Source: an optimization exercise on an open RTL-to-GDS flow (aim: small area, a short achievable clock period and few clock cycles). Production flows keep margins and buffers that such runs may drop. In this exercise RTL edits were held to simulation tests only and were not proved equivalent to the original.

## flow/design.v (module list and top-level ports; edited modules follow where they fit)
// module bld_mul16: 1367 lines
// module bld_engine: 186 lines
// module bld_slot_op: 27 lines
// module bld_zones: 105 lines
// module bld_head: 214 lines
module bld_head (
    input  wire         clk,
    input  wire         rst,
    input  wire         cfg_we,
    input  wire [6:0]   cfg_addr,
    input  wire [31:0]  cfg_data,
    input  wire         in_valid,
    output wire         in_ready,
    input  wire         in_last,
    input  wire [12:0]  in_x,
    input  wire [12:0]  in_y,
    input  wire [7:0]   in_present,
    input  wire [127:0] in_l,
    input  wire [127:0] in_a,
    output reg          out_valid,
    output reg  [15:0]  out_v,
    output reg          out_lowered,
    output reg          out_raised,
    output reg          sum_valid,
    output wire [31:0]  sum_drive,
    output wire [20:0]  sum_clamped,
    output wire [20:0]  sum_lifted
);
  // ...
==> flow/run.sh <==
#!/bin/bash
# synth_recipe.tcl (not shown) runs the flow's synth.tcl, then flattens the netlist and writes it again
# the make line also repeats each setting of config.mk as NAME=value (left out here)
make -C /OpenROAD-flow-scripts/flow DESIGN_CONFIG=/design/flow/config.mk WORK_HOME=/design/flow/orfs CLKGATE_MAP_FILE= SYNTH_SCRIPT=/design/flow/synth_recipe.tcl finish
==> flow/config.mk <==
export PLATFORM = sky130hd
export DESIGN_NAME = bld_head
export DESIGN_NICKNAME = bld_head
export VERILOG_FILES = /design/flow/design.v
export SDC_FILE = /design/flow/constraint.sdc
export NUM_CORES = 4
export LEC_CHECK = 0
export CAP_MARGIN = 20
export CORE_MARGIN = 2
export CORE_UTILIZATION = 30
export PLACE_DENSITY = 0.4
export SLEW_MARGIN = 20
==> flow/constraint.sdc <==
create_clock -name core_clock -period 50.0 [get_ports {clk}]
set_input_delay 10.0000 -clock core_clock [delete_from_list [all_inputs] [get_ports {clk}]]
set_output_delay 10.0000 -clock core_clock [all_outputs]
set_load 0.01 [all_outputs]
==> key figures, run 1 <==
Synthesis
  • Proportion of synthesized flip-flops having asynchronous set or reset: 0%
  • Avg Cell Area, Syn: 10.9 um2
  • Commonest cells in the netlist: inv_1 (2,867), edfxtp_1 (2,810), fa_1 (1,970), nor2_1 (1,967), nand2_1 (1,396)
  • Multiplexer share of the synthesized area: 1.85%
  • Largest family of logic cells by synthesized area: adder cells
  • Share of Yosys cell area claimed by the top area cell type: 36.7%
  • Total standard cell area after synthesis: 0.230 mm2

CTS
  • Htree depth: 5
  • Cts repair resizes: 0
  • Register clock-pin slew on the reported worst setup and hold paths: 0.06 ns
  • TritonCTS clock tree: built

Cells and area
  • Cell type taking the most area: multi-input combinational cells
  • Number of nets in the final layout: 24,600
  • Largest registers: eng.u_eng.b_a (384), eng.u_eng.b_l (384)
  • Register area: 0.0984 mm2
  • Clock tree cell share of total cell area: 5.28%
  • Fraction of layout instances using a drive strength above 1: 8.84%

Outcome
  • Run status: finished clean

Drt
  • Detail-routed net length per standard cell: 28.6 um

Floorplan
  • Die height: 880 um

Critical path
  • Crit path max-delay family: simple AND/OR/NAND/NOR gates
  • Crit path from: out_ptr[1]$_SDFFE_PP0N_
  • Maximum fanout encountered on the critical timing path: 62

STA
  • Total setup violations reported at the end of the flow: 0

GRT
  • Via count of the first global-routing pass: 167,000

Worst hold path
  • Cell depth of the worst hold path: 0
Testbench counts, summed over its fixed seeds: cycles 18,822.
==> module bld_engine, before the edit <==
module bld_engine #(
    parameter NP = 3             
) (
    input  wire         clk,
    input  wire         rst,
    input  wire [127:0] alpha,       
    input  wire [7:0]   att,
    input  wire [15:0]  fn,          
    input  wire [7:0]   pre,
    input  wire         load,        
    input  wire         take,        
    input  wire [15:0]  in_todo,
    input  wire [127:0] in_l,
    input  wire [127:0] in_a,
    input  wire [12:0]  in_x,
    input  wire [12:0]  in_y,
    input  wire         in_last,
    output wire         ready_next,  
    input  wire         retire,
    output wire         done,
    output wire [15:0]  r_d,
    output wire [12:0]  r_x,
    output wire [12:0]  r_y,
    output wire         r_last
);
    reg          b_full;
    reg  [15:0]  b_todo;
    reg  [127:0] b_l;
    reg  [127:0] b_a;
    wire [15:0] sel16    = b_todo & (~b_todo + 16'd1);
    wire [7:0]  sel      = sel16[7:0] | sel16[15:8];
    wire [15:0] rest     = b_todo & ~sel16;
    wire        is_last  = (rest == 16'd0);
    wire        is_nop   = (b_todo == 16'd0);
    wire        issue    = b_full;
    wire        rest_le1 = ((rest & (rest - 16'd1)) == 16'd0);
    reg [15:0] sel_l, sel_a, sel_alpha;
    reg [1:0]  sel_fn;
    reg        sel_att, sel_pre;
    integer j;
    always @(*) begin
        sel_l = 16'd0; sel_a = 16'd0; sel_alpha = 16'd0;
        sel_fn = 2'd0; sel_att = 1'b0; sel_pre = 1'b0;
        for (j = 0; j < 8; j = j + 1) begin
            if (sel[j]) begin
                sel_l     = sel_l     | b_l[16*j +: 16];
                sel_a     = sel_a     | b_a[16*j +: 16];
                sel_alpha = sel_alpha | alpha[16*j +: 16];
                sel_fn    = sel_fn    | fn[2*j +: 2];
                sel_att   = sel_att   | att[j];
                sel_pre   = sel_pre   | pre[j];
            end
        end
    end
    reg  [2:0] cnt;
    wire [2:0] cnt_next = cnt + {2'd0, take} - {2'd0, retire};
    wire       bfree_next = take ? 1'b0 : (issue ? (is_last || rest_le1) : 1'b1);
    assign ready_next = bfree_next && (cnt_next != NP);
    always @(posedge clk) begin
        if (rst) begin
            b_full <= 1'b0;
            cnt    <= 3'd0;
        end else begin
            cnt <= cnt_next;
            if (take)
                b_full <= 1'b1;
            else if (issue && is_last)
                b_full <= 1'b0;
        end
        if (load) begin
            b_todo <= in_todo;
            b_l    <= in_l;
            b_a    <= in_a;
        end else if (issue) begin
            b_todo <= rest;
        end
    end
    reg [NP-1:0] wptr, dptr, rptr;
    reg [12:0]   p_x [0:NP-1];
    reg [12:0]   p_y [0:NP-1];
    reg [NP-1:0] p_last;
    reg [15:0]   p_d [0:NP-1];
    reg [NP-1:0] p_done;
    reg [15:0] rd_d;
    reg [12:0] rd_x, rd_y;
    integer r;
    always @(*) begin
        rd_d = 16'd0; rd_x = 13'd0; rd_y = 13'd0;
        for (r = 0; r < NP; r = r + 1) begin
            if (rptr[r]) begin
                rd_d = rd_d | p_d[r];
                rd_x = rd_x | p_x[r];
                rd_y = rd_y | p_y[r];
            end
        end
    end
    assign done   = |(p_done & rptr);
    assign r_d    = rd_d;
    assign r_x    = rd_x;
    assign r_y    = rd_y;
    assign r_last = |(p_last & rptr);
    reg         s1_v, s1_lop, s1_nop, s1_att, s1_pre;
    reg  [1:0]  s1_fn;
    reg  [15:0] s1_l, s1_a, s1_alpha;
    always @(posedge clk) begin
        s1_v     <= !rst && issue;
        s1_lop   <= is_last;
        s1_nop   <= is_nop;
        s1_att   <= sel_att;
        s1_pre   <= sel_pre;
        s1_fn    <= sel_fn;
        s1_l     <= sel_l;
        s1_a     <= sel_a;
        s1_alpha <= sel_alpha;
    end
    wire [15:0] c1;
    bld_mul16 u_c1 (.a(s1_att ? s1_l : s1_a), .b(s1_att ? s1_a : s1_alpha), .y(c1),
                    .qh(), .c());
    reg         s2_v, s2_lop, s2_nop, s2_att, s2_pre;
    reg  [1:0]  s2_fn;
    reg  [15:0] s2_l, s2_c1, s2_alpha;
    always @(posedge clk) begin
        s2_v     <= !rst && s1_v;
        s2_lop   <= s1_lop;
        s2_nop   <= s1_nop;
        s2_att   <= s1_att;
        s2_pre   <= s1_pre;
        s2_fn    <= s1_fn;
        s2_l     <= s1_l;
        s2_c1    <= c1;
        s2_alpha <= s1_alpha;
    end
    wire [15:0] m2 = s2_pre ? s2_l : s2_c1;
    wire [15:0] c2;
    bld_mul16 u_c2 (.a(s2_att ? ~m2 : s2_l),
                    .b((s2_att || s2_pre) ? s2_alpha : s2_c1), .y(c2),
                    .qh(), .c());
    reg         s3_v, s3_lop, s3_nop, s3_att;
    reg  [1:0]  s3_fn;
    reg  [15:0] s3_v16, s3_k;
    reg  [15:0] d;           
    always @(posedge clk) begin
        s3_v   <= !rst && s2_v;
        s3_lop <= s2_lop;
        s3_nop <= s2_nop;
        s3_att <= s2_att;
        s3_fn  <= s2_fn;
        s3_v16 <= s2_att ? ~c2 : c2;
        s3_k   <= s2_att ? ~c2 : ~s2_c1;
    end
    wire [15:0] d_op;
    bld_slot_op u_op (.d(d), .v(s3_v16), .k(s3_k), .att(s3_att), .fn(s3_fn),
                      .d_next(d_op));
    wire [15:0] d_res = s3_nop ? d : d_op;
    wire        fin   = s3_v && s3_lop;
    always @(posedge clk) begin
        if (rst)
            d <= 16'd0;
        else if (s3_v)
            d <= s3_lop ? 16'd0 : d_res;
        if (rst) begin
            wptr   <= {{(NP-1){1'b0}}, 1'b1};
            dptr   <= {{(NP-1){1'b0}}, 1'b1};
            rptr   <= {{(NP-1){1'b0}}, 1'b1};
            p_done <= {NP{1'b0}};
        end else begin
            if (take)
                wptr <= {wptr[NP-2:0], wptr[NP-1]};
            if (fin)
                dptr <= {dptr[NP-2:0], dptr[NP-1]};
            if (retire)
                rptr <= {rptr[NP-2:0], rptr[NP-1]};
            p_done <= (p_done | (fin ? dptr : {NP{1'b0}}))
                      & ~(retire ? rptr : {NP{1'b0}});
        end
        for (r = 0; r < NP; r = r + 1) begin
            if (load && wptr[r]) begin
                p_x[r]    <= in_x;
                p_y[r]    <= in_y;
                p_last[r] <= in_last;
            end
            if (fin && dptr[r])
                p_d[r] <= d_res;
        end
    end
endmodule
==> run 2: changes to the inputs <==
--- a/flow/design.v
+++ b/flow/design.v
@@ -941,420 +941,224 @@
     assign c2 = pp0_13 & pp1_12;
-    assign s3 = pp0_14 ^ pp1_13 ^ pp2_12;
-    assign c4 = (pp0_14 & pp1_13) | (pp0_14 & pp2_12) | (pp1_13 & pp2_12);
+    assign {c4, s3} = pp0_14 + pp1_13 + pp2_12;
     assign s5 = pp3_11 ^ pp4_10;
     assign c6 = pp3_11 & pp4_10;
-    assign s7 = pp0_15 ^ pp1_14 ^ pp2_13;
-    assign c8 = (pp0_15 & pp1_14) | (pp0_15 & pp2_13) | (pp1_14 & pp2_13);
-    assign s9 = pp3_12 ^ pp4_11 ^ pp5_10;
-    assign c10 = (pp3_12 & pp4_11) | (pp3_12 & pp5_10) | (pp4_11 & pp5_10);
-    assign s11 = pp6_9 ^ pp7_8 ^ pp8_7;
-    assign c12 = (pp6_9 & pp7_8) | (pp6_9 & pp8_7) | (pp7_8 & pp8_7);
-    assign s13 = pp1_15 ^ pp2_14 ^ pp3_13;
-    assign c14 = (pp1_15 & pp2_14) | (pp1_15 & pp3_13) | (pp2_14 & pp3_13);
-    assign s15 = pp4_12 ^ pp5_11 ^ pp6_10;
-    assign c16 = (pp4_12 & pp5_11) | (pp4_12 & pp6_10) | (pp5_11 & pp6_10);
+    assign {c8, s7} = pp0_15 + pp1_14 + pp2_13;
+    assign {c10, s9} = pp3_12 + pp4_11 + pp5_10;
+    assign {c12, s11} = pp6_9 + pp7_8 + pp8_7;
+    assign {c14, s13} = pp1_15 + pp2_14 + pp3_13;
+    assign {c16, s15} = pp4_12 + pp5_11 + pp6_10;
     assign s17 = pp7_9 ^ pp8_8;
     assign c18 = pp7_9 & pp8_8;
-    assign s19 = pp2_15 ^ pp3_14 ^ pp4_13;
-    assign c20 = (pp2_15 & pp3_14) | (pp2_15 & pp4_13) | (pp3_14 & pp4_13);
-    assign s21 = pp5_12 ^ pp6_11 ^ pp7_10;
-    assign c22 = (pp5_12 & pp6_11) | (pp5_12 & pp7_10) | (pp6_11 & pp7_10);
-    assign s23 = pp3_15 ^ pp4_14 ^ pp5_13;
-    assign c24 = (pp3_15 & pp4_14) | (pp3_15 & pp5_13) | (pp4_14 & pp5_13);
+    assign {c20, s19} = pp2_15 + pp3_14 + pp4_13;
+    assign {c22, s21} = pp5_12 + pp6_11 + pp7_10;
+    assign {c24, s23} = pp3_15 + pp4_14 + pp5_13;
     assign s25 = pp0_9 ^ pp1_8;
     assign c26 = pp0_9 & pp1_8;
-    assign s27 = pp0_10 ^ pp1_9 ^ pp2_8;
-    assign c28 = (pp0_10 & pp1_9) | (pp0_10 & pp2_8) | (pp1_9 & pp2_8);
+    assign {c28, s27} = pp0_10 + pp1_9 + pp2_8;
     assign s29 = pp3_7 ^ pp4_6;
     assign c30 = pp3_7 & pp4_6;
-    assign s31 = pp0_11 ^ pp1_10 ^ pp2_9;
-    assign c32 = (pp0_11 & pp1_10) | (pp0_11 & pp2_9) | (pp1_10 & pp2_9);
-    assign s33 = pp3_8 ^ pp4_7 ^ pp5_6;
-    assign c34 = (pp3_8 & pp4_7) | (pp3_8 & pp5_6) | (pp4_7 & pp5_6);
+    assign {c32, s31} = pp0_11 + pp1_10 + pp2_9;
+    assign {c34, s33} = pp3_8 + pp4_7 + pp5_6;
     assign s35 = pp6_5 ^ pp7_4;
     assign c36 = pp6_5 & pp7_4;
-    assign s37 = pp0_12 ^ pp1_11 ^ pp2_10;
-    assign c38 = (pp0_12 & pp1_11) | (pp0_12 & pp2_10) | (pp1_11 & pp2_10);
-    assign s39 = pp3_9 ^ pp4_8 ^ pp5_7;
-    assign c40 = (pp3_9 & pp4_8) | (pp3_9 & pp5_7) | (pp4_8 & pp5_7);
-    assign s41 = pp6_6 ^ pp7_5 ^ pp8_4;
-    assign c42 = (pp6_6 & pp7_5) | (pp6_6 & pp8_4) | (pp7_5 & pp8_4);
+    assign {c38, s37} = pp0_12 + pp1_11 + pp2_10;
+    assign {c40, s39} = pp3_9 + pp4_8 + pp5_7;
+    assign {c42, s41} = pp6_6 + pp7_5 + pp8_4;
     assign s43 = pp9_3 ^ pp10_2;
     assign c44 = pp9_3 & pp10_2;
-    assign s45 = pp2_11 ^ pp3_10 ^ pp4_9;
-    assign c46 = (pp2_11 & pp3_10) | (pp2_11 & pp4_9) | (pp3_10 & pp4_9);
-    assign s47 = pp5_8 ^ pp6_7 ^ pp7_6;
-    assign c48 = (pp5_8 & pp6_7) | (pp5_8 & pp7_6) | (pp6_7 & pp7_6);
-    assign s49 = pp8_5 ^ pp9_4 ^ pp10_3;
-    assign c50 = (pp8_5 & pp9_4) | (pp8_5 & pp10_3) | (pp9_4 & pp10_3);
-    assign s51 = pp11_2 ^ pp12_1 ^ pp13_0;
-    assign c52 = (pp11_2 & pp12_1) | (pp11_2 & pp13_0) | (pp12_1 & pp13_0);
-    assign s53 = pp5_9 ^ pp6_8 ^ pp7_7;
-    assign c54 = (pp5_9 & pp6_8) | (pp5_9 & pp7_7) | (pp6_8 & pp7_7);
-    assign s55 = pp8_6 ^ pp9_5 ^ pp10_4;
-    assign c56 = (pp8_6 & pp9_5) | (pp8_6 & pp10_4) | (pp9_5 & pp10_4);
-    assign s57 = pp11_3 ^ pp12_2 ^ pp13_1;
-    assign c58 = (pp11_3 & pp12_2) | (pp11_3 & pp13_1) | (pp12_2 & pp13_1);
-    assign s59 = pp14_0 ^ c2 ^ s3;
-    assign c60 = (pp14_0 & c2) | (pp14_0 & s3) | (c2 & s3);
-    assign s61 = pp9_6 ^ pp10_5 ^ pp11_4;
-    assign c62 = (pp9_6 & pp10_5) | (pp9_6 & pp11_4) | (pp10_5 & pp11_4);
-    assign s63 = pp12_3 ^ pp13_2 ^ pp14_1;
-    assign c64 = (pp12_3 & pp13_2) | (pp12_3 & pp14_1) | (pp13_2 & pp14_1);
-    assign s65 = pp15_0 ^ 1'b1 ^ c4;
-    assign c66 = (pp15_0 & 1'b1) | (pp15_0 & c4) | (1'b1 & c4);
-    assign s67 = c6 ^ s7 ^ s9;
-    assign c68 = (c6 & s7) | (c6 & s9) | (s7 & s9);
-    assign s69 = pp9_7 ^ pp10_6 ^ pp11_5;
-    assign c70 = (pp9_7 & pp10_6) | (pp9_7 & pp11_5) | (pp10_6 & pp11_5);
-    assign s71 = pp12_4 ^ pp13_3 ^ pp14_2;
-    assign c72 = (pp12_4 & pp13_3) | (pp12_4 & pp14_2) | (pp13_3 & pp14_2);
-    assign s73 = pp15_1 ^ c8 ^ c10;
-    assign c74 = (pp15_1 & c8) | (pp15_1 & c10) | (c8 & c10);
-    assign s75 = c12 ^ s13 ^ s15;
-    assign c76 = (c12 & s13) | (c12 & s15) | (s13 & s15);
-    assign s77 = pp8_9 ^ pp9_8 ^ pp10_7;
-    assign c78 = (pp8_9 & pp9_8) | (pp8_9 & pp10_7) | (pp9_8 & pp10_7);
-    assign s79 = pp11_6 ^ pp12_5 ^ pp13_4;
-    assign c80 = (pp11_6 & pp12_5) | (pp11_6 & pp13_4) | (pp12_5 & pp13_4);
-    assign s81 = pp14_3 ^ pp15_2 ^ c14;
-    assign c82 = (pp14_3 & pp15_2) | (pp14_3 & c14) | (pp15_2 & c14);
-    assign s83 = c16 ^ c18 ^ s19;
-    assign c84 = (c16 & c18) | (c16 & s19) | (c18 & s19);
-    assign s85 = pp6_12 ^ pp7_11 ^ pp8_10;
-    assign c86 = (pp6_12 & pp7_11) | (pp6_12 & pp8_10) | (pp7_11 & pp8_10);
-    assign s87 = pp9_9 ^ pp10_8 ^ pp11_7;
-    assign c88 = (pp9_9 & pp10_8) | (pp9_9 & pp11_7) | (pp10_8 & pp11_7);
-    assign s89 = pp12_6 ^ pp13_5 ^ pp14_4;
-    assign c90 = (pp12_6 & pp13_5) | (pp12_6 & pp14_4) | (pp13_5 & pp14_4);
-    assign s91 = pp15_3 ^ c20 ^ c22;
-    assign c92 = (pp15_3 & c20) | (pp15_3 & c22) | (c20 & c22);
-    assign s93 = pp4_15 ^ pp5_14 ^ pp6_13;
-    assign c94 = (pp4_15 & pp5_14) | (pp4_15 & pp6_13) | (pp5_14 & pp6_13);
-    assign s95 = pp7_12 ^ pp8_11 ^ pp9_10;
-    assign c96 = (pp7_12 & pp8_11) | (pp7_12 & pp9_10) | (pp8_11 & pp9_10);
-    assign s97 = pp10_9 ^ pp11_8 ^ pp12_7;
-    assign c98 = (pp10_9 & pp11_8) | (pp10_9 & pp12_7) | (pp11_8 & pp12_7);
-    assign s99 = pp13_6 ^ pp14_5 ^ pp15_4;
-    assign c100 = (pp13_6 & pp14_5) | (pp13_6 & pp15_4) | (pp14_5 & pp15_4);
-    assign s101 = pp5_15 ^ pp6_14 ^ pp7_13;
-    assign c102 = (pp5_15 & pp6_14) | (pp5_15 & pp7_13) | (pp6_14 & pp7_13);
-    assign s103 = pp8_12 ^ pp9_11 ^ pp10_10;
-    assign c104 = (pp8_12 & pp9_11) | (pp8_12 & pp10_10) | (pp9_11 & pp10_10);
-    assign s105 = pp11_9 ^ pp12_8 ^ pp13_7;
-    assign c106 = (pp11_9 & pp12_8) | (pp11_9 & pp13_7) | (pp12_8 & pp13_7);
-    assign s107 = pp6_15 ^ pp7_14 ^ pp8_13;
-    assign c108 = (pp6_15 & pp7_14) | (pp6_15 & pp8_13) | (pp7_14 & pp8_13);
-    assign s109 = pp9_12 ^ pp10_11 ^ pp11_10;
-    assign c110 = (pp9_12 & pp10_11) | (pp9_12 & pp11_10) | (pp10_11 & pp11_10);
-    assign s111 = pp7_15 ^ pp8_14 ^ pp9_13;
-    assign c112 = (pp7_15 & pp8_14) | (pp7_15 & pp9_13) | (pp8_14 & pp9_13);
+    assign {c46, s45} = pp2_11 + pp3_10 + pp4_9;
+    assign {c48, s47} = pp5_8 + pp6_7 + pp7_6;
+    assign {c50, s49} = pp8_5 + pp9_4 + pp10_3;
+    assign {c52, s51} = pp11_2 + pp12_1 + pp13_0;
+    assign {c54, s53} = pp5_9 + pp6_8 + pp7_7;
+    assign {c56, s55} = pp8_6 + pp9_5 + pp10_4;
+    assign {c58, s57} = pp11_3 + pp12_2 + pp13_1;
+    assign {c60, s59} = pp14_0 + c2 + s3;
+    assign {c62, s61} = pp9_6 + pp10_5 + pp11_4;
+    assign {c64, s63} = pp12_3 + pp13_2 + pp14_1;
+    assign {c66, s65} = pp15_0 + 1'b1 + c4;
+    assign {c68, s67} = c6 + s7 + s9;
+    assign {c70, s69} = pp9_7 + pp10_6 + pp11_5;
+    assign {c72, s71} = pp12_4 + pp13_3 + pp14_2;
+    assign {c74, s73} = pp15_1 + c8 + c10;
+    assign {c76, s75} = c12 + s13 + s15;
+    assign {c78, s77} = pp8_9 + pp9_8 + pp10_7;
+    assign {c80, s79} = pp11_6 + pp12_5 + pp13_4;
+    assign {c82, s81} = pp14_3 + pp15_2 + c14;
+    assign {c84, s83} = c16 + c18 + s19;
+    assign {c86, s85} = pp6_12 + pp7_11 + pp8_10;
+    assign {c88, s87} = pp9_9 + pp10_8 + pp11_7;
+    assign {c90, s89} = pp12_6 + pp13_5 + pp14_4;
+    assign {c92, s91} = pp15_3 + c20 + c22;
+    assign {c94, s93} = pp4_15 + pp5_14 + pp6_13;
+    assign {c96, s95} = pp7_12 + pp8_11 + pp9_10;
+    assign {c98, s97} = pp10_9 + pp11_8 + pp12_7;
+    assign {c100, s99} = pp13_6 + pp14_5 + pp15_4;
+    assign {c102, s101} = pp5_15 + pp6_14 + pp7_13;
+    assign {c104, s103} = pp8_12 + pp9_11 + pp10_10;
+    assign {c106, s105} = pp11_9 + pp12_8 + pp13_7;
+    assign {c108, s107} = pp6_15 + pp7_14 + pp8_13;
+    assign {c110, s109} = pp9_12 + pp10_11 + pp11_10;
+    assign {c112, s111} = pp7_15 + pp8_14 + pp9_13;
     assign s113 = pp0_6 ^ pp1_5;
     assign c114 = pp0_6 & pp1_5;
-    assign s115 = pp0_7 ^ pp1_6 ^ pp2_5;
-    assign c116 = (pp0_7 & pp1_6) | (pp0_7 & pp2_5) | (pp1_6 & pp2_5);
+    assign {c116, s115} = pp0_7 + pp1_6 + pp2_5;
     assign s117 = pp3_4 ^ pp4_3;
     assign c118 = pp3_4 & pp4_3;
-    assign s119 = pp0_8 ^ pp1_7 ^ pp2_6;
-    assign c120 = (pp0_8 & pp1_7) | (pp0_8 & pp2_6) | (pp1_7 & pp2_6);
-    assign s121 = pp3_5 ^ pp4_4 ^ pp5_3;
-    assign c122 = (pp3_5 & pp4_4) | (pp3_5 & pp5_3) | (pp4_4 & pp5_3);
+    assign {c120, s119} = pp0_8 + pp1_7 + pp2_6;
+    assign {c122, s121} = pp3_5 + pp4_4 + pp5_3;
     assign s123 = pp6_2 ^ pp7_1;
     assign c124 = pp6_2 & pp7_1;
-    assign s125 = pp2_7 ^ pp3_6 ^ pp4_5;
-    assign c126 = (pp2_7 & pp3_6) | (pp2_7 & pp4_5) | (pp3_6 & pp4_5);
-    assign s127 = pp5_4 ^ pp6_3 ^ pp7_2;
-    assign c128 = (pp5_4 & pp6_3) | (pp5_4 & pp7_2) | (pp6_3 & pp7_2);
-    assign s129 = pp8_1 ^ pp9_0 ^ s25;
-    assign c130 = (pp8_1 & pp9_0) | (pp8_1 & s25) | (pp9_0 & s25);
-    assign s131 = pp5_5 ^ pp6_4 ^ pp7_3;
-    assign c132 = (pp5_5 & pp6_4) | (pp5_5 & pp7_3) | (pp6_4 & pp7_3);
-    assign s133 = pp8_2 ^ pp9_1 ^ pp10_0;
-    assign c134 = (pp8_2 & pp9_1) | (pp8_2 & pp10_0) | (pp9_1 & pp10_0);
-    assign s135 = c26 ^ s27 ^ s29;
-    assign c136 = (c26 & s27) | (c26 & s29) | (s27 & s29);
-    assign s137 = pp8_3 ^ pp9_2 ^ pp10_1;
-    assign c138 = (pp8_3 & pp9_2) | (pp8_3 & pp10_1) | (pp9_2 & pp10_1);
-    assign s139 = pp11_0 ^ c28 ^ c30;
-    assign c140 = (pp11_0 & c28) | (pp11_0 & c30) | (c28 & c30);
-    assign s141 = s31 ^ s33 ^ s35;
-    assign c142 = (s31 & s33) | (s31 & s35) | (s33 & s35);
-    assign s143 = pp11_1 ^ pp12_0 ^ c32;
-    assign c144 = (pp11_1 & pp12_0) | (pp11_1 & c32) | (pp12_0 & c32);
-    assign s145 = c34 ^ c36 ^ s37;
-    assign c146 = (c34 & c36) | (c34 & s37) | (c36 & s37);
-    assign s147 = s39 ^ s41 ^ s43;
-    assign c148 = (s39 & s41) | (s39 & s43) | (s41 & s43);
-    assign s149 = s1 ^ c38 ^ c40;
-    assign c150 = (s1 & c38) | (s1 & c40) | (c38 & c40);
-    assign s151 = c42 ^ c44 ^ s45;
-    assign c152 = (c42 & c44) | (c42 & s45) | (c44 & s45);
-    assign s153 = s47 ^ s49 ^ s51;
-    assign c154 = (s47 & s49) | (s47 & s51) | (s49 & s51);
-    assign s155 = s5 ^ c46 ^ c48;
-    assign c156 = (s5 & c46) | (s5 & c48) | (c46 & c48);
-    assign s157 = c50 ^ c52 ^ s53;
-    assign c158 = (c50 & c52) | (c50 & s53) | (c52 & s53);
-    assign s159 = s55 ^ s57 ^ s59;
-    assign c160 = (s55 & s57) | (s55 & s59) | (s57 & s59);
-    assign s161 = s11 ^ c54 ^ c56;
-    assign c162 = (s11 & c54) | (s11 & c56) | (c54 & c56);
-    assign s163 = c58 ^ c60 ^ s61;
-    assign c164 = (c58 & c60) | (c58 & s61) | (c60 & s61);
-    assign s165 = s63 ^ s65 ^ s67;
-    assign c166 = (s63 & s65) | (s63 & s67) | (s65 & s67);
-    assign s167 = s17 ^ c62 ^ c64;
-    assign c168 = (s17 & c62) | (s17 & c64) | (c62 & c64);
-    assign s169 = c66 ^ c68 ^ s69;
-    assign c170 = (c66 & c68) | (c66 & s69) | (c68 & s69);
-    assign s171 = s71 ^ s73 ^ s75;
-    assign c172 = (s71 & s73) | (s71 & s75) | (s73 & s75);
-    assign s173 = s21 ^ c70 ^ c72;
-    assign c174 = (s21 & c70) | (s21 & c72) | (c70 & c72);
-    assign s175 = c74 ^ c76 ^ s77;
-    assign c176 = (c74 & c76) | (c74 & s77) | (c76 & s77);
-    assign s177 = s79 ^ s81 ^ s83;
-    assign c178 = (s79 & s81) | (s79 & s83) | (s81 & s83);
-    assign s179 = s23 ^ c78 ^ c80;
-    assign c180 = (s23 & c78) | (s23 & c80) | (c78 & c80);
-    assign s181 = c82 ^ c84 ^ s85;
-    assign c182 = (c82 & c84) | (c82 & s85) | (c84 & s85);
-    assign s183 = s87 ^ s89 ^ s91;
-    assign c184 = (s87 & s89) | (s87 & s91) | (s89 & s91);
-    assign s185 = c24 ^ c86 ^ c88;
-    assign c186 = (c24 & c86) | (c24 & c88) | (c86 & c88);
-    assign s187 = c90 ^ c92 ^ s93;
-    assign c188 = (c90 & c92) | (c90 & s93) | (c92 & s93);
-    assign s189 = s95 ^ s97 ^ s99;
-    assign c190 = (s95 & s97) | (s95 & s99) | (s97 & s99);
-    assign s191 = pp14_6 ^ pp15_5 ^ c94;
-    assign c192 = (pp14_6 & pp15_5) | (pp14_6 & c94) | (pp15_5 & c94);
-    assign s193 = c96 ^ c98 ^ c100;
-    assign c194 = (c96 & c98) | (c96 & c100) | (c98 & c100);
-    assign s195 = s101 ^ s103 ^ s105;
-    assign c196 = (s101 & s103) | (s101 & s105) | (s103 & s105);
-    assign s197 = pp12_9 ^ pp13_8 ^ pp14_7;
-    assign c198 = (pp12_9 & pp13_8) | (pp12_9 & pp14_7) | (pp13_8 & pp14_7);
-    assign s199 = pp15_6 ^ c102 ^ c104;
-    assign c200 = (pp15_6 & c102) | (pp15_6 & c104) | (c102 & c104);
-    assign s201 = c106 ^ s107 ^ s109;
-    assign c202 = (c106 & s107) | (c106 & s109) | (s107 & s109);
-    assign s203 = pp10_12 ^ pp11_11 ^ pp12_10;
-    assign c204 = (pp10_12 & pp11_11) | (pp10_12 & pp12_10) | (pp11_11 & pp12_10);
-    assign s205 = pp13_9 ^ pp14_8 ^ pp15_7;
-    assign c206 = (pp13_9 & pp14_8) | (pp13_9 & pp15_7) | (pp14_8 & pp15_7);
-    assign s207 = c108 ^ c110 ^ s111;
-    assign c208 = (c108 & c110) | (c108 & s111) | (c110 & s111);
-    assign s209 = pp8_15 ^ pp9_14 ^ pp10_13;
-    assign c210 = (pp8_15 & pp9_14) | (pp8_15 & pp10_13) | (pp9_14 & pp10_13);
-    assign s211 = pp11_12 ^ pp12_11 ^ pp13_10;
-    assign c212 = (pp11_12 & pp12_11) | (pp11_12 & pp13_10) | (pp12_11 & pp13_10);
-    assign s213 = pp14_9 ^ pp15_8 ^ c112;
-    assign c214 = (pp14_9 & pp15_8) | (pp14_9 & c112) | (pp15_8 & c112);
-    assign s215 = pp9_15 ^ pp10_14 ^ pp11_13;
-    assign c216 = (pp9_15 & pp10_14) | (pp9_15 & pp11_13) | (pp10_14 & pp11_13);
-    assign s217 = pp12_12 ^ pp13_11 ^ pp14_10;
-    assign c218 = (pp12_12 & pp13_11) | (pp12_12 & pp14_10) | (pp13_11 & pp14_10);
-    assign s219 = pp10_15 ^ pp11_14 ^ pp12_13;
-    assign c220 = (pp10_15 & pp11_14) | (pp10_15 & pp12_13) | (pp11_14 & pp12_13);
+    assign {c126, s125} = pp2_7 + pp3_6 + pp4_5;
+    assign {c128, s127} = pp5_4 + pp6_3 + pp7_2;
+    assign {c130, s129} = pp8_1 + pp9_0 + s25;
+    assign {c132, s131} = pp5_5 + pp6_4 + pp7_3;
+    assign {c134, s133} = pp8_2 + pp9_1 + pp10_0;
+    assign {c136, s135} = c26 + s27 + s29;
+    assign {c138, s137} = pp8_3 + pp9_2 + pp10_1;
+    assign {c140, s139} = pp11_0 + c28 + c30;
+    assign {c142, s141} = s31 + s33 + s35;
+    assign {c144, s143} = pp11_1 + pp12_0 + c32;
+    assign {c146, s145} = c34 + c36 + s37;
+    assign {c148, s147} = s39 + s41 + s43;
+    assign {c150, s149} = s1 + c38 + c40;
+    assign {c152, s151} = c42 + c44 + s45;
+    assign {c154, s153} = s47 + s49 + s51;
+    assign {c156, s155} = s5 + c46 + c48;
+    assign {c158, s157} = c50 + c52 + s53;
+    assign {c160, s159} = s55 + s57 + s59;
+    assign {c162, s161} = s11 + c54 + c56;
+    assign {c164, s163} = c58 + c60 + s61;
+    assign {c166, s165} = s63 + s65 + s67;
+    assign {c168, s167} = s17 + c62 + c64;
+    assign {c170, s169} = c66 + c68 + s69;
+    assign {c172, s171} = s71 + s73 + s75;
+    assign {c174, s173} = s21 + c70 + c72;
+    assign {c176, s175} = c74 + c76 + s77;
+    assign {c178, s177} = s79 + s81 + s83;
+    assign {c180, s179} = s23 + c78 + c80;
+    assign {c182, s181} = c82 + c84 + s85;
+    assign {c184, s183} = s87 + s89 + s91;
+    assign {c186, s185} = c24 + c86 + c88;
+    assign {c188, s187} = c90 + c92 + s93;
+    assign {c190, s189} = s95 + s97 + s99;
+    assign {c192, s191} = pp14_6 + pp15_5 + c94;
+    assign {c194, s193} = c96 + c98 + c100;
+    assign {c196, s195} = s101 + s103 + s105;
+    assign {c198, s197} = pp12_9 + pp13_8 + pp14_7;
+    assign {c200, s199} = pp15_6 + c102 + c104;
+    assign {c202, s201} = c106 + s107 + s109;
+    assign {c204, s203} = pp10_12 + pp11_11 + pp12_10;
+    assign {c206, s205} = pp13_9 + pp14_8 + pp15_7;
+    assign {c208, s207} = c108 + c110 + s111;
+    assign {c210, s209} = pp8_15 + pp9_14 + pp10_13;
+    assign {c212, s211} = pp11_12 + pp12_11 + pp13_10;
+    assign {c214, s213} = pp14_9 + pp15_8 + c112;
+    assign {c216, s215} = pp9_15 + pp10_14 + pp11_13;
+    assign {c218, s217} = pp12_12 + pp13_11 + pp14_10;
+    assign {c220, s219} = pp10_15 + pp11_14 + pp12_13;
     assign s221 = pp0_4 ^ pp1_3;
     assign c222 = pp0_4 & pp1_3;
-    assign s223 = pp0_5 ^ pp1_4 ^ pp2_3;
-    assign c224 = (pp0_5 & pp1_4) | (pp0_5 & pp2_3) | (pp1_4 & pp2_3);
+    assign {c224, s223} = pp0_5 + pp1_4 + pp2_3;
     assign s225 = pp3_2 ^ pp4_1;
     assign c226 = pp3_2 & pp4_1;
-    assign s227 = pp2_4 ^ pp3_3 ^ pp4_2;
-    assign c228 = (pp2_4 & pp3_3) | (pp2_4 & pp4_2) | (pp3_3 & pp4_2);
-    assign s229 = pp5_1 ^ pp6_0 ^ s113;
-    assign c230 = (pp5_1 & pp6_0) | (pp5_1 & s113) | (pp6_0 & s113);
-    assign s231 = pp5_2 ^ pp6_1 ^ pp7_0;
-    assign c232 = (pp5_2 & pp6_1) | (pp5_2 & pp7_0) | (pp6_1 & pp7_0);
-    assign s233 = c114 ^ s115 ^ s117;
-    assign c234 = (c114 & s115) | (c114 & s117) | (s115 & s117);
-    assign s235 = pp8_0 ^ c116 ^ c118;
-    assign c236 = (pp8_0 & c116) | (pp8_0 & c118) | (c116 & c118);
-    assign s237 = s119 ^ s121 ^ s123;
-    assign c238 = (s119 & s121) | (s119 & s123) | (s121 & s123);
-    assign s239 = c120 ^ c122 ^ c124;
-    assign c240 = (c120 & c122) | (c120 & c124) | (c122 & c124);
-    assign s241 = s125 ^ s127 ^ s129;
-    assign c242 = (s125 & s127) | (s125 & s129) | (s127 & s129);
-    assign s243 = c126 ^ c128 ^ c130;
-    assign c244 = (c126 & c128) | (c126 & c130) | (c128 & c130);
-    assign s245 = s131 ^ s133 ^ s135;
-    assign c246 = (s131 & s133) | (s131 & s135) | (s133 & s135);
-    assign s247 = c132 ^ c134 ^ c136;
-    assign c248 = (c132 & c134) | (c132 & c136) | (c134 & c136);
-    assign s249 = s137 ^ s139 ^ s141;
-    assign c250 = (s137 & s139) | (s137 & s141) | (s139 & s141);
-    assign s251 = c138 ^ c140 ^ c142;
-    assign c252 = (c138 & c140) | (c138 & c142) | (c140 & c142);
-    assign s253 = s143 ^ s145 ^ s147;
-    assign c254 = (s143 & s145) | (s143 & s147) | (s145 & s147);
-    assign s255 = c144 ^ c146 ^ c148;
-    assign c256 = (c144 & c146) | (c144 & c148) | (c146 & c148);
-    assign s257 = s149 ^ s151 ^ s153;
-    assign c258 = (s149 & s151) | (s149 & s153) | (s151 & s153);
-    assign s259 = c150 ^ c152 ^ c154;
-    assign c260 = (c150 & c152) | (c150 & c154) | (c152 & c154);
-    assign s261 = s155 ^ s157 ^ s159;
-    assign c262 = (s155 & s157) | (s155 & s159) | (s157 & s159);
-    assign s263 = c156 ^ c158 ^ c160;
-    assign c264 = (c156 & c158) | (c156 & c160) | (c158 & c160);
-    assign s265 = s161 ^ s163 ^ s165;
-    assign c266 = (s161 & s163) | (s161 & s165) | (s163 & s165);
-    assign s267 = c162 ^ c164 ^ c166;
-    assign c268 = (c162 & c164) | (c162 & c166) | (c164 & c166);
-    assign s269 = s167 ^ s169 ^ s171;
-    assign c270 = (s167 & s169) | (s167 & s171) | (s169 & s171);
-    assign s271 = c168 ^ c170 ^ c172;
-    assign c272 = (c168 & c170) | (c168 & c172) | (c170 & c172);
-    assign s273 = s173 ^ s175 ^ s177;
-    assign c274 = (s173 & s175) | (s173 & s177) | (s175 & s177);
-    assign s275 = c174 ^ c176 ^ c178;
-    assign c276 = (c174 & c176) | (c174 & c178) | (c176 & c178);
-    assign s277 = s179 ^ s181 ^ s183;
-    assign c278 = (s179 & s181) | (s179 & s183) | (s181 & s183);
-    assign s279 = c180 ^ c182 ^ c184;
-    assign c280 = (c180 & c182) | (c180 & c184) | (c182 & c184);
-    assign s281 = s185 ^ s187 ^ s189;
-    assign c282 = (s185 & s187) | (s185 & s189) | (s187 & s189);
-    assign s283 = c186 ^ c188 ^ c190;
-    assign c284 = (c186 & c188) | (c186 & c190) | (c188 & c190);
-    assign s285 = s191 ^ s193 ^ s195;
-    assign c286 = (s191 & s193) | (s191 & s195) | (s193 & s195);
-    assign s287 = c192 ^ c194 ^ c196;
-    assign c288 = (c192 & c194) | (c192 & c196) | (c194 & c196);
-    assign s289 = s197 ^ s199 ^ s201;
-    assign c290 = (s197 & s199) | (s197 & s201) | (s199 & s201);
-    assign s291 = c198 ^ c200 ^ c202;
-    assign c292 = (c198 & c200) | (c198 & c202) | (c200 & c202);
-    assign s293 = s203 ^ s205 ^ s207;
-    assign c294 = (s203 & s205) | (s203 & s207) | (s205 & s207);
-    assign s295 = c204 ^ c206 ^ c208;
-    assign c296 = (c204 & c206) | (c204 & c208) | (c206 & c208);
-    assign s297 = s209 ^ s211 ^ s213;
-    assign c298 = (s209 & s211) | (s209 & s213) | (s211 & s213);
-    assign s299 = pp15_9 ^ c210 ^ c212;
-    assign c300 = (pp15_9 & c210) | (pp15_9 & c212) | (c210 & c212);
-    assign s301 = c214 ^ s215 ^ s217;
-    assign c302 = (c214 & s215) | (c214 & s217) | (s215 & s217);
-    assign s303 = pp13_12 ^ pp14_11 ^ pp15_10;
-    assign c304 = (pp13_12 & pp14_11) | (pp13_12 & pp15_10) | (pp14_11 & pp15_10);
-    assign s305 = c216 ^ c218 ^ s219;
-    assign c306 = (c216 & c218) | (c216 & s219) | (c218 & s219);
-    assign s307 = pp11_15 ^ pp12_14 ^ pp13_13;
-    assign c308 = (pp11_15 & pp12_14) | (pp11_15 & pp13_13) | (pp12_14 & pp13_13);
-    assign s309 = pp14_12 ^ pp15_11 ^ c220;
-    assign c310 = (pp14_12 & pp15_11) | (pp14_12 & c220) | (pp15_11 & c220);
-    assign s311 = pp12_15 ^ pp13_14 ^ pp14_13;
-    assign c312 = (pp12_15 & pp13_14) | (pp12_15 & pp14_13) | (pp13_14 & pp14_13);
+    assign {c228, s227} = pp2_4 + pp3_3 + pp4_2;
+    assign {c230, s229} = pp5_1 + pp6_0 + s113;
+    assign {c232, s231} = pp5_2 + pp6_1 + pp7_0;
+    assign {c234, s233} = c114 + s115 + s117;
+    assign {c236, s235} = pp8_0 + c116 + c118;
+    assign {c238, s237} = s119 + s121 + s123;
+    assign {c240, s239} = c120 + c122 + c124;
+    assign {c242, s241} = s125 + s127 + s129;
+    assign {c244, s243} = c126 + c128 + c130;
+    assign {c246, s245} = s131 + s133 + s135;
+    assign {c248, s247} = c132 + c134 + c136;
+    assign {c250, s249} = s137 + s139 + s141;
+    assign {c252, s251} = c138 + c140 + c142;
+    assign {c254, s253} = s143 + s145 + s147;
+    assign {c256, s255} = c144 + c146 + c148;
+    assign {c258, s257} = s149 + s151 + s153;
+    assign {c260, s259} = c150 + c152 + c154;
+    assign {c262, s261} = s155 + s157 + s159;
+    assign {c264, s263} = c156 + c158 + c160;
+    assign {c266, s265} = s161 + s163 + s165;
+    assign {c268, s267} = c162 + c164 + c166;
+    assign {c270, s269} = s167 + s169 + s171;
+    assign {c272, s271} = c168 + c170 + c172;
+    assign {c274, s273} = s173 + s175 + s177;
+    assign {c276, s275} = c174 + c176 + c178;
+    assign {c278, s277} = s179 + s181 + s183;
+    assign {c280, s279} = c180 + c182 + c184;
+    assign {c282, s281} = s185 + s187 + s189;
+    assign {c284, s283} = c186 + c188 + c190;
+    assign {c286, s285} = s191 + s193 + s195;
+    assign {c288, s287} = c192 + c194 + c196;
+    assign {c290, s289} = s197 + s199 + s201;
+    assign {c292, s291} = c198 + c200 + c202;
+    assign {c294, s293} = s203 + s205 + s207;
+    assign {c296, s295} = c204 + c206 + c208;
+    assign {c298, s297} = s209 + s211 + s213;
+    assign {c300, s299} = pp15_9 + c210 + c212;
+    assign {c302, s301} = c214 + s215 + s217;
+    assign {c304, s303} = pp13_12 + pp14_11 + pp15_10;
+    assign {c306, s305} = c216 + c218 + s219;
+    assign {c308, s307} = pp11_15 + pp12_14 + pp13_13;
+    assign {c310, s309} = pp14_12 + pp15_11 + c220;
+    assign {c312, s311} = pp12_15 + pp13_14 + pp14_13;
     assign s313 = pp0_3 ^ pp1_2;
     assign c314 = pp0_3 & pp1_2;
-    assign s315 = pp2_2 ^ pp3_1 ^ pp4_0;
-    assign c316 = (pp2_2 & pp3_1) | (pp2_2 & pp4_0) | (pp3_1 & pp4_0);
-    assign s317 = pp5_0 ^ c222 ^ s223;
-    assign c318 = (pp5_0 & c222) | (pp5_0 & s223) | (c222 & s223);
-    assign s319 = c224 ^ c226 ^ s227;
-    assign c320 = (c224 & c226) | (c224 & s227) | (c226 & s227);
-    assign s321 = c228 ^ c230 ^ s231;
-    assign c322 = (c228 & c230) | (c228 & s231) | (c230 & s231);
-    assign s323 = c232 ^ c234 ^ s235;
-    assign c324 = (c232 & c234) | (c232 & s235) | (c234 & s235);
-    assign s325 = c236 ^ c238 ^ s239;
-    assign c326 = (c236 & c238) | (c236 & s239) | (c238 & s239);
-    assign s327 = c240 ^ c242 ^ s243;
-    assign c328 = (c240 & c242) | (c240 & s243) | (c242 & s243);
-    assign s329 = c244 ^ c246 ^ s247;
-    assign c330 = (c244 & c246) | (c244 & s247) | (c246 & s247);
-    assign s331 = c248 ^ c250 ^ s251;
-    assign c332 = (c248 & c250) | (c248 & s251) | (c250 & s251);
-    assign s333 = c252 ^ c254 ^ s255;
-    assign c334 = (c252 & c254) | (c252 & s255) | (c254 & s255);
-    assign s335 = c256 ^ c258 ^ s259;
-    assign c336 = (c256 & c258) | (c256 & s259) | (c258 & s259);
-    assign s337 = c260 ^ c262 ^ s263;
-    assign c338 = (c260 & c262) | (c260 & s263) | (c262 & s263);
-    assign s339 = c264 ^ c266 ^ s267;
-    assign c340 = (c264 & c266) | (c264 & s267) | (c266 & s267);
-    assign s341 = c268 ^ c270 ^ s271;
-    assign c342 = (c268 & c270) | (c268 & s271) | (c270 & s271);
-    assign s343 = c272 ^ c274 ^ s275;
-    assign c344 = (c272 & c274) | (c272 & s275) | (c274 & s275);
-    assign s345 = c276 ^ c278 ^ s279;
-    assign c346 = (c276 & c278) | (c276 & s279) | (c278 & s279);
-    assign s347 = c280 ^ c282 ^ s283;
-    assign c348 = (c280 & c282) | (c280 & s283) | (c282 & s283);
-    assign s349 = c284 ^ c286 ^ s287;
-    assign c350 = (c284 & c286) | (c284 & s287) | (c286 & s287);
-    assign s351 = c288 ^ c290 ^ s291;
-    assign c352 = (c288 & c290) | (c288 & s291) | (c290 & s291);
-    assign s353 = c292 ^ c294 ^ s295;
-    assign c354 = (c292 & c294) | (c292 & s295) | (c294 & s295);
-    assign s355 = c296 ^ c298 ^ s299;
-    assign c356 = (c296 & c298) | (c296 & s299) | (c298 & s299);
-    assign s357 = c300 ^ c302 ^ s303;
-    assign c358 = (c300 & c302) | (c300 & s303) | (c302 & s303);
-    assign s359 = c304 ^ c306 ^ s307;
-    assign c360 = (c304 & c306) | (c304 & s307) | (c306 & s307);
-    assign s361 = pp15_12 ^ c308 ^ c310;
-    assign c362 = (pp15_12 & c308) | (pp15_12 & c310) | (c308 & c310);
-    assign s363 = pp13_15 ^ pp14_14 ^ pp15_13;
-    assign c364 = (pp13_15 & pp14_14) | (pp13_15 & pp15_13) | (pp14_14 & pp15_13);
+    assign {c316, s315} = pp2_2 + pp3_1 + pp4_0;
+    assign {c318, s317} = pp5_0 + c222 + s223;
+    assign {c320, s319} = c224 + c226 + s227;
+    assign {c322, s321} = c228 + c230 + s231;
+    assign {c324, s323} = c232 + c234 + s235;
+    assign {c326, s325} = c236 + c238 + s239;
+    assign {c328, s327} = c240 + c242 + s243;
+    assign {c330, s329} = c244 + c246 + s247;
+    assign {c332, s331} = c248 + c250 + s251;
+    assign {c334, s333} = c252 + c254 + s255;
+    assign {c336, s335} = c256 + c258 + s259;
+    assign {c338, s337} = c260 + c262 + s263;
+    assign {c340, s339} = c264 + c266 + s267;
+    assign {c342, s341} = c268 + c270 + s271;
+    assign {c344, s343} = c272 + c274 + s275;
+    assign {c346, s345} = c276 + c278 + s279;
+    assign {c348, s347} = c280 + c282 + s283;
+    assign {c350, s349} = c284 + c286 + s287;
+    assign {c352, s351} = c288 + c290 + s291;
+    assign {c354, s353} = c292 + c294 + s295;
+    assign {c356, s355} = c296 + c298 + s299;
+    assign {c358, s357} = c300 + c302 + s303;
+    assign {c360, s359} = c304 + c306 + s307;
+    assign {c362, s361} = pp15_12 + c308 + c310;
+    assign {c364, s363} = pp13_15 + pp14_14 + pp15_13;
     assign s365 = pp0_2 ^ pp1_1;
     assign c366 = pp0_2 & pp1_1;
-    assign s367 = pp2_1 ^ pp3_0 ^ s313;
-    assign c368 = (pp2_1 & pp3_0) | (pp2_1 & s313) | (pp3_0 & s313);
-    assign s369 = s221 ^ c314 ^ s315;
-    assign c370 = (s221 & c314) | (s221 & s315) | (c314 & s315);
-    assign s371 = s225 ^ c316 ^ s317;
-    assign c372 = (s225 & c316) | (s225 & s317) | (c316 & s317);
-    assign s373 = s229 ^ c318 ^ s319;
-    assign c374 = (s229 & c318) | (s229 & s319) | (c318 & s319);
-    assign s375 = s233 ^ c320 ^ s321;
-    assign c376 = (s233 & c320) | (s233 & s321) | (c320 & s321);
-    assign s377 = s237 ^ c322 ^ s323;
-    assign c378 = (s237 & c322) | (s237 & s323) | (c322 & s323);
-    assign s379 = s241 ^ c324 ^ s325;
-    assign c380 = (s241 & c324) | (s241 & s325) | (c324 & s325);
-    assign s381 = s245 ^ c326 ^ s327;
-    assign c382 = (s245 & c326) | (s245 & s327) | (c326 & s327);
-    assign s383 = s249 ^ c328 ^ s329;
-    assign c384 = (s249 & c328) | (s249 & s329) | (c328 & s329);
-    assign s385 = s253 ^ c330 ^ s331;
-    assign c386 = (s253 & c330) | (s253 & s331) | (c330 & s331);
-    assign s387 = s257 ^ c332 ^ s333;
-    assign c388 = (s257 & c332) | (s257 & s333) | (c332 & s333);
-    assign s389 = s261 ^ c334 ^ s335;
-    assign c390 = (s261 & c334) | (s261 & s335) | (c334 & s335);
-    assign s391 = s265 ^ c336 ^ s337;
-    assign c392 = (s265 & c336) | (s265 & s337) | (c336 & s337);
-    assign s393 = s269 ^ c338 ^ s339;
-    assign c394 = (s269 & c338) | (s269 & s339) | (c338 & s339);
-    assign s395 = s273 ^ c340 ^ s341;
-    assign c396 = (s273 & c340) | (s273 & s341) | (c340 & s341);
-    assign s397 = s277 ^ c342 ^ s343;
-    assign c398 = (s277 & c342) | (s277 & s343) | (c342 & s343);
-    assign s399 = s281 ^ c344 ^ s345;
-    assign c400 = (s281 & c344) | (s281 & s345) | (c344 & s345);
-    assign s401 = s285 ^ c346 ^ s347;
-    assign c402 = (s285 & c346) | (s285 & s347) | (c346 & s347);
-    assign s403 = s289 ^ c348 ^ s349;
-    assign c404 = (s289 & c348) | (s289 & s349) | (c348 & s349);
-    assign s405 = s293 ^ c350 ^ s351;
-    assign c406 = (s293 & c350) | (s293 & s351) | (c350 & s351);
-    assign s407 = s297 ^ c352 ^ s353;
-    assign c408 = (s297 & c352) | (s297 & s353) | (c352 & s353);
-    assign s409 = s301 ^ c354 ^ s355;
-    assign c410 = (s301 & c354) | (s301 & s355) | (c354 & s355);
-    assign s411 = s305 ^ c356 ^ s357;
-    assign c412 = (s305 & c356) | (s305 & s357) | (c356 & s357);
-    assign s413 = s309 ^ c358 ^ s359;
-    assign c414 = (s309 & c358) | (s309 & s359) | (c358 & s359);
-    assign s415 = s311 ^ c360 ^ s361;
-    assign c416 = (s311 & c360) | (s311 & s361) | (c360 & s361);
-    assign s417 = c312 ^ c362 ^ s363;
-    assign c418 = (c312 & c362) | (c312 & s363) | (c362 & s363);
-    assign s419 = pp14_15 ^ pp15_14 ^ c364;
-    assign c420 = (pp14_15 & pp15_14) | (pp14_15 & c364) | (pp15_14 & c364);
+    assign {c368, s367} = pp2_1 + pp3_0 + s313;
+    assign {c370, s369} = s221 + c314 + s315;
+    assign {c372, s371} = s225 + c316 + s317;
+    assign {c374, s373} = s229 + c318 + s319;
+    assign {c376, s375} = s233 + c320 + s321;
+    assign {c378, s377} = s237 + c322 + s323;
+    assign {c380, s379} = s241 + c324 + s325;
+    assign {c382, s381} = s245 + c326 + s327;
+    assign {c384, s383} = s249 + c328 + s329;
+    assign {c386, s385} = s253 + c330 + s331;
+    assign {c388, s387} = s257 + c332 + s333;
+    assign {c390, s389} = s261 + c334 + s335;
+    assign {c392, s391} = s265 + c336 + s337;
+    assign {c394, s393} = s269 + c338 + s339;
+    assign {c396, s395} = s273 + c340 + s341;
+    assign {c398, s397} = s277 + c342 + s343;
+    assign {c400, s399} = s281 + c344 + s345;
+    assign {c402, s401} = s285 + c346 + s347;
+    assign {c404, s403} = s289 + c348 + s349;
+    assign {c406, s405} = s293 + c350 + s351;
+    assign {c408, s407} = s297 + c352 + s353;
+    assign {c410, s409} = s301 + c354 + s355;
+    assign {c412, s411} = s305 + c356 + s357;
+    assign {c414, s413} = s309 + c358 + s359;
+    assign {c416, s415} = s311 + c360 + s361;
+    assign {c418, s417} = c312 + c362 + s363;
+    assign {c420, s419} = pp14_15 + pp15_14 + c364;
     wire [31:0] r0 = {1'b0, pp15_15, c418, c416, c414, c412, c410, c408, c406, c404, c402, c400, c398, c396, c394, c392, c390, c388, c386, c384, c382, c380, c378, c376, c374, c372, c370, c368, c366, pp2_0, pp0_1, pp0_0};
@@ -1381,5 +1185,5 @@
     input  wire [127:0] in_a,
-    input  wire [12:0]  in_x,
-    input  wire [12:0]  in_y,
     input  wire         in_last,
+    input  wire         hit_we,      
+    input  wire [15:0]  hit_in,
     output wire         ready_next,  
@@ -1388,4 +1192,3 @@
     output wire [15:0]  r_d,
-    output wire [12:0]  r_x,
-    output wire [12:0]  r_y,
+    output wire [15:0]  r_hit,
     output wire         r_last
@@ -1444,5 +1247,4 @@
     end
-    reg [NP-1:0] wptr, dptr, rptr;
-    reg [12:0]   p_x [0:NP-1];
-    reg [12:0]   p_y [0:NP-1];
+    reg [NP-1:0] wptr, hptr, dptr, rptr;
+    reg [15:0]   p_hit [0:NP-1];
     reg [NP-1:0] p_last;
@@ -1451,6 +1253,6 @@
     reg [15:0] rd_d;
-    reg [12:0] rd_x, rd_y;
+    reg [15:0] rd_hit;
     integer r;
     always @(*) begin
-        rd_d = 16'd0; rd_x = 13'd0; rd_y = 13'd0;
+        rd_d = 16'd0; rd_hit = 16'd0;
         for (r = 0; r < NP; r = r + 1) begin
@@ -1458,4 +1260,3 @@
                 rd_d = rd_d | p_d[r];
-                rd_x = rd_x | p_x[r];
-                rd_y = rd_y | p_y[r];
+                rd_hit = rd_hit | p_hit[r];
             end
@@ -1465,4 +1266,3 @@
     assign r_d    = rd_d;
-    assign r_x    = rd_x;
-    assign r_y    = rd_y;
+    assign r_hit  = rd_hit;
     assign r_last = |(p_last & rptr);
@@ -1485,21 +1285,17 @@
                     .qh(), .c());
-    reg         s2_v, s2_lop, s2_nop, s2_att, s2_pre;
+    reg         s2_v, s2_lop, s2_nop, s2_att;
     reg  [1:0]  s2_fn;
-    reg  [15:0] s2_l, s2_c1, s2_alpha;
+    reg  [15:0] s2_c1, s2_xa, s2_xb;
     always @(posedge clk) begin
-        s2_v     <= !rst && s1_v;
-        s2_lop   <= s1_lop;
-        s2_nop   <= s1_nop;
-        s2_att   <= s1_att;
-        s2_pre   <= s1_pre;
-        s2_fn    <= s1_fn;
-        s2_l     <= s1_l;
-        s2_c1    <= c1;
-        s2_alpha <= s1_alpha;
+        s2_v   <= !rst && s1_v;
+        s2_lop <= s1_lop;
+        s2_nop <= s1_nop;
+        s2_att <= s1_att;
+        s2_fn  <= s1_fn;
+        s2_c1  <= c1;
+        s2_xa  <= s1_att ? ~(s1_pre ? s1_l : c1) : s1_l;
+        s2_xb  <= (s1_att || s1_pre) ? s1_alpha : c1;
     end
-    wire [15:0] m2 = s2_pre ? s2_l : s2_c1;
     wire [15:0] c2;
-    bld_mul16 u_c2 (.a(s2_att ? ~m2 : s2_l),
-                    .b((s2_att || s2_pre) ? s2_alpha : s2_c1), .y(c2),
-                    .qh(), .c());
+    bld_mul16 u_c2 (.a(s2_xa), .b(s2_xb), .y(c2), .qh(), .c());
     reg         s3_v, s3_lop, s3_nop, s3_att;
@@ -1529,2 +1325,3 @@
             wptr   <= {{(NP-1){1'b0}}, 1'b1};
+            hptr   <= {{(NP-1){1'b0}}, 1'b1};
             dptr   <= {{(NP-1){1'b0}}, 1'b1};
@@ -1535,2 +1332,4 @@
                 wptr <= {wptr[NP-2:0], wptr[NP-1]};
+            if (hit_we)
+                hptr <= {hptr[NP-2:0], hptr[NP-1]};
             if (fin)
@@ -1543,7 +1342,6 @@
         for (r = 0; r < NP; r = r + 1) begin
-            if (load && wptr[r]) begin
-                p_x[r]    <= in_x;
-                p_y[r]    <= in_y;
+            if (load && wptr[r])
                 p_last[r] <= in_last;
-            end
+            if (hit_we && hptr[r])
+                p_hit[r] <= hit_in;
             if (fin && dptr[r])
@@ -1749,4 +1547,15 @@
     wire [15:0]   e_d    [0:NE-1];
-    wire [12:0]   e_x    [0:NE-1];
-    wire [12:0]   e_y    [0:NE-1];
+    wire [15:0]   e_hit  [0:NE-1];
+    reg  [12:0]   h_x, h_y;
+    reg           h_v;
+    reg  [NE-1:0] h_eng;
+    wire [15:0]   h_hit;
+    always @(posedge clk) begin
+        if (r_ready) begin
+            h_x <= in_x;
+            h_y <= in_y;
+        end
+        h_v   <= !rst && accept;
+        h_eng <= in_ptr;
+    end
     wire [NE-1:0] e_last;
@@ -1768,5 +1577,5 @@
                 .in_a      (in_a),
-                .in_x      (in_x),
-                .in_y      (in_y),
                 .in_last   (in_last),
+                .hit_we    (h_v & h_eng[g]),
+                .hit_in    (h_hit),
                 .ready_next(e_ready_next[g]),
@@ -1775,4 +1584,3 @@
                 .r_d       (e_d[g]),
-                .r_x       (e_x[g]),
-                .r_y       (e_y[g]),
+                .r_hit     (e_hit[g]),
                 .r_last    (e_last[g])
@@ -1796,3 +1604,3 @@
     reg [15:0] a_d;
-    reg [12:0] a_x, a_y;
+    reg [15:0] a_hit;
     reg        a_last;
@@ -1800,3 +1608,3 @@
     always @(*) begin
-        a_d = 16'd0; a_x = 13'd0; a_y = 13'd0; a_last = 1'b0;
+        a_d = 16'd0; a_hit = 16'd0; a_last = 1'b0;
         for (q = 0; q < NE; q = q + 1) begin
@@ -1804,4 +1612,3 @@
                 a_d    = a_d | e_d[q];
-                a_x    = a_x | e_x[q];
-                a_y    = a_y | e_y[q];
+                a_hit  = a_hit | e_hit[q];
                 a_last = a_last | e_last[q];
@@ -1810,3 +1617,2 @@
     end
-    wire [15:0] a_hit;
     wire [15:0] a_cc, a_cf;
@@ -1837,5 +1643,5 @@
         .wdata  (wdata),
-        .x      (a_x),
-        .y      (a_y),
-        .hit    (a_hit),
+        .x      (h_x),
+        .y      (h_y),
+        .hit    (h_hit),
         .a_sel  (a_hit),
--- a/flow/config.mk
+++ b/flow/config.mk
@@ -10,2 +10,4 @@
 export CORE_UTILIZATION = 30
+export CTS_BUF_LIST = sky130_fd_sc_hd__clkbuf_8 sky130_fd_sc_hd__clkbuf_16
+export CTS_CLUSTER_SIZE = 24
 export PLACE_DENSITY = 0.4
==> run 2 against run 1 <==
  * Clock-buffer cell count shrank 78
  * Synthesized cell count shrank 4.5%
  * Critical endpoint is now slot_en[5]$_DFFE_PP_
  * Cell area shrank 2.1%
  * Critical path depth shrank 27
  * First-iteration DRC count shrank 21%
  * Highest routed layer unchanged
  * Hold slack gained 0.017 ns
  * Non-clock buffer count shrank 95
==> key figures, run 2 <==
CTS
  • TritonCTS clock tree: built
  • Buffer cell driving the clock tree root: clkbuf_16
  • Clock Path Buffers: 4
  • Register clock-pin slew on the reported worst setup and hold paths: 0.06 ns (about the same)
  • Hold bufs inserted after CTS: 0
  • Later-pin clock latency in the skew report: 1.08 ns
  • Post-CTS repair timing setup buffer count: 0
  • Htree depth: 5 (unchanged)
  • Cts repair resizes: 0 (unchanged)
  • Clock buffers created by TritonCTS: 406
  • Clk sinks: 3,456

Placed design
  • Post-DP HPWL: 581,000 um
  • Count of input and output buffers: 424
  • Placed instance count: 30,000
  • Routability congestion estimate from global placement: 0.880

Cells and area
  • Fraction of layout instances using a drive strength above 1: 7.40% (-1.4 points)
  • Number of nets in the final layout: 23,600 (-3.9%)
  • Register area: 0.0967 mm2 (-1.8%)
  • Largest registers: eng.u_eng.b_a (384), eng.u_eng.b_l (384)
  • Highest-count cells in the layout ignoring fill and taps: inv_1 (2,906), edfxtp_1 (2,746), fa_1 (1,970)
  • Most common library cell in the layout ignoring fill and taps: inv_1
  • Final Instance Count excl. Fillers: 31,000
  • Area growth, synth to finish: 13.9%
  • Count of fill cells added during filler insertion: 75,000
  • Multi-input combinational cell area: 0.116 mm2

Floorplan
  • Horizontal die dimension: 872 um
  • Count of standard-cell rows: 318
  • Placeable core region: 0.750 mm2
  • Die height: 872 um (-0.90%)
  • Initial cell density of the core: 30.1%
  • Die ar.: 0.760 mm2
  • I/O pins: 429

STA
  • Final critical delay including setup and external delays: 12.23 ns
  • Worst slew margin relative to its limit: 9.34%
  • Setup TNS: 0 ns
  • Max Slew Vio Count: 0
  • Highest clock rate: 81.8 MHz
  • Worst setup skew after layout: 0.126 ns
  • Post-route fraction of the period consumed by the critical path: 24.5%
  • Slew at the pin with the worst max-slew slack: 1.35 ns
  • Hold violation total from the final report: 0
  • Total setup violations reported at the end of the flow: 0 (unchanged)
  • Setup repair after global routing missed its margin: false

Drt
  • Detail-routed net length per standard cell: 25.9 um (-9.6%)
  • Number of optimization iterations in the first detailed-route pass: 7
  • Vias after detailed routing: 155,000
  • Number of DRC violations after detailed routing: 0
  • DRC marker count from the first detailed-route iteration: 13,400
  • Detailed-route vias per instance: 5.01
  • Total routed wirelength: 802,000 um
  • ANT nets after route: 0

Synthesis
  • Synthesized flop and latch total: 3,456
  • Multiplexer share of the synthesized area: 1.35% (-0.50 points)
  • Complex-gate fraction of the synthesized area: 10.7%
  • Commonest cells in the netlist: inv_1 (2,807), edfxtp_1 (2,746), fa_1 (1,970), and2_1 (1,659), nor2_1 (1,336)
  • Total standard cell area after synthesis: 0.226 mm2 (-1.8%)
  • Cells taking the most area after synthesis: edfxtp_1 (37%), fa_1 (17%), dfxtp_1 (6.3%), inv_1 (4.7%), ha_1 (4.6%)
  • Count of synthesis-stage warnings from yosys: 13
  • Share of Yosys cell area claimed by the top area cell type: 36.5% (-0.18 points)
  • Proportion of synthesized flip-flops having asynchronous set or reset: 0% (unchanged)
  • Count of flip-flops with a built-in enable after synthesis: 2,746
  • Largest family of logic cells by synthesized area: adder cells
  • Simple-Gate Fraction of Synth Area: 11.8%
  • Avg Cell Area, Syn: 11.2 um2 (+2.8%)
  • Largest area contributor in the netlist: edfxtp_1
  • Post-synthesis share of cell area spent on xor and xnor gates: 2.00%
  • Sequential-to-total area share from yosys stat: 42.8%
  • Adder-cell share of the synthesized area: 24.9%
  • Post-synth top flop: edfxtp_1
  • Leading cell type by number of instances after synthesis: inv_1
  • Synth cell types: 110
  • Cell count after synthesis: 20,100

Worst hold path
  • Class of the tightest hold or removal check: reg -> reg

Critical path
  • Crit path from: rst
  • Critical Path Start Type: input pin
  • Path type of the worst setup path: in -> reg
  • Endpoint type of the worst setup path: flip-flop
  • Arrival time reported for the critical path endpoint: 12.87 ns
  • Critical path destination: slot_en[5]$_DFFE_PP_
  • Required time of the critical path: 50.65 ns
  • Maximum fanout encountered on the critical timing path: 49 (-21%)
  • Endpoint of the worst-slack reg-to-reg timing path: eng[1].u_eng.p_d[2][15]$_DFFE_PP_
  • Slack of the worst reg-to-reg path: 37.98 ns
  • R2r worst-path depth: 47
  • Source of the worst register-to-register timing path: eng[1].u_eng.s3_k[10]$_DFF_P_

GRT
  • Pin count of the biggest net entering global routing: 143
  • Congestion Overflow GR: 0
  • All-Layer GR Usage: 20.5%
  • Number of antenna violations at the first check in global routing: 132
  • Via count of the first global-routing pass: 159,000 (-5.3%)
  • Global-route wire length before repair: 1,160,000 um

Outcome
  • Run status: finished clean

Run
  • Maximum capacitance violations: 0
[run 2: cell types whose count changed after synthesis, sizes merged, moves of 159 or more]
cell,before,now
nand2,1397,1150
o22ai,251,92
maj3,71,636
and2,796,1660
or2,310,102
nor2,1972,1336
[run 2: layer usage]
| layer | up-vias | track usage, % | part of all wire [%] |
|---|---|---|---|
| li1 | 70300 | - | - |
| met1 | 79800 | 29.6 | 47 |
| met2 | 4077 | 32.9 | 45 |
| met3 | 970 | 2.71 | 5.1 |
| met4 | 60 | 4.79 | 2.4 |
| met5 | - | 0 | 0.048 |
[run 2: cells by family after synthesis]
kind of cell | count (synthesis)
xor gates and xnor gates | 516
other | 1
DFF | 3456
adders and majority gates | 3443
muxes | 292
AOI/OAI and AO/OA | 3351
and+or+nand+nor | 5289
buffers and inverters | 3753
[run 2: how the worst min path moves through the flow]
stage	startpoint	cells after the start	to
2_1_floorplan	b_rc[2]$_DFF_P_	0	c_ceil[10]$_DFF_P_
3_3_place_gp	eng[1].u_eng.s1_fn[0]$_DFF_P_	0	eng[1].u_eng.s2_fn[0]$_DFF_P_
3_5_place_dp	b_rf[1]$_DFF_P_	0	c_floor[9]$_DFF_P_
4_1_cts	eng[0].u_eng.s1_lop$_DFF_P_	0	eng[0].u_eng.s2_lop$_DFF_P_
5_1_grt	eng[1].u_eng.s2_lop$_DFF_P_	0	eng[1].u_eng.s3_lop$_DFF_P_
6_report	eng[1].u_eng.s1_fn[0]$_DFF_P_	0	eng[1].u_eng.s2_fn[0]$_DFF_P_
[run 2: worst max-delay path: stages]
cell and delay, ns:
buf_6 0.15, buf_4 0.53, buf_4 0.62, nor2b_4 0.06
buf_4 0.32, and4b_1 0.94
[run 2: stage by stage]
step           hold slack (ns)  cell area (um2)  setup slack (ns)  util, %
6_report                 0.322           257000             37.77     34.3
5_1_grt                  0.330           257000             37.16     34.3
4_1_cts                  0.323           257000             37.63     34.2
3_5_place_dp             0.312           244000             36.71     32.5
3_3_place_gp             0.312           244000             36.71     32.5
2_1_floorplan            0.310           226000             36.30        -
[run 2: layout make-up]
type,instances,share of cell area [%]
Multi-Input combinational cell,12900,45.0
Sequential cell,3456,37.6
Tap cell,9920,4.82
Clock buffer,454,4.23
Inverter,2834,4.15
Timing Repair Buffer,912,3.11
Clock inverter,300,0.855
Antenna cell,213,0.207
Testbench counts of run 2, summed over its fixed seeds: cycles 18,822.

-- what the ideal ports hide --
Ports are ideal in the flow. The routed layouts listed here were re-timed in OpenROAD.
Step 1 (the two cells are an assumption about what drives the block):
set clk [get_ports {clk}]
set_driving_cell -lib_cell sky130_fd_sc_hd__clkbuf_16 $clk
set_driving_cell -lib_cell sky130_fd_sc_hd__buf_2 [delete_from_list [all_inputs] $clk]
Step 2 adds t to the input delays and takes it off the output delays; t is the mean of the earliest and latest rising clock arrival at the registers after step 1. Input paths then give back, and output paths get back, about the clock's delay inside the block.
Three values: ideal, step 1, step 2; two values: the first two.
run	shift t [ns]	slack for setup (ns)	hold slack, ns	worst setup path at the end	slew at the worst register clock pin (ns)
run 1	1.166	35.272 / 35.272 / 35.272	0.304 / 0.304 / 0.304	register to register	0.09 / 0.09
run 2	1.161	37.772 / 37.636 / 36.718	0.322 / 0.322 / 0.322	input to register	0.07 / 0.07
After both steps every run listed still meets setup and hold. The setup slack of run 2, which loses most, moves by -0.136 ns with the drivers and by -1.054 ns with both steps.
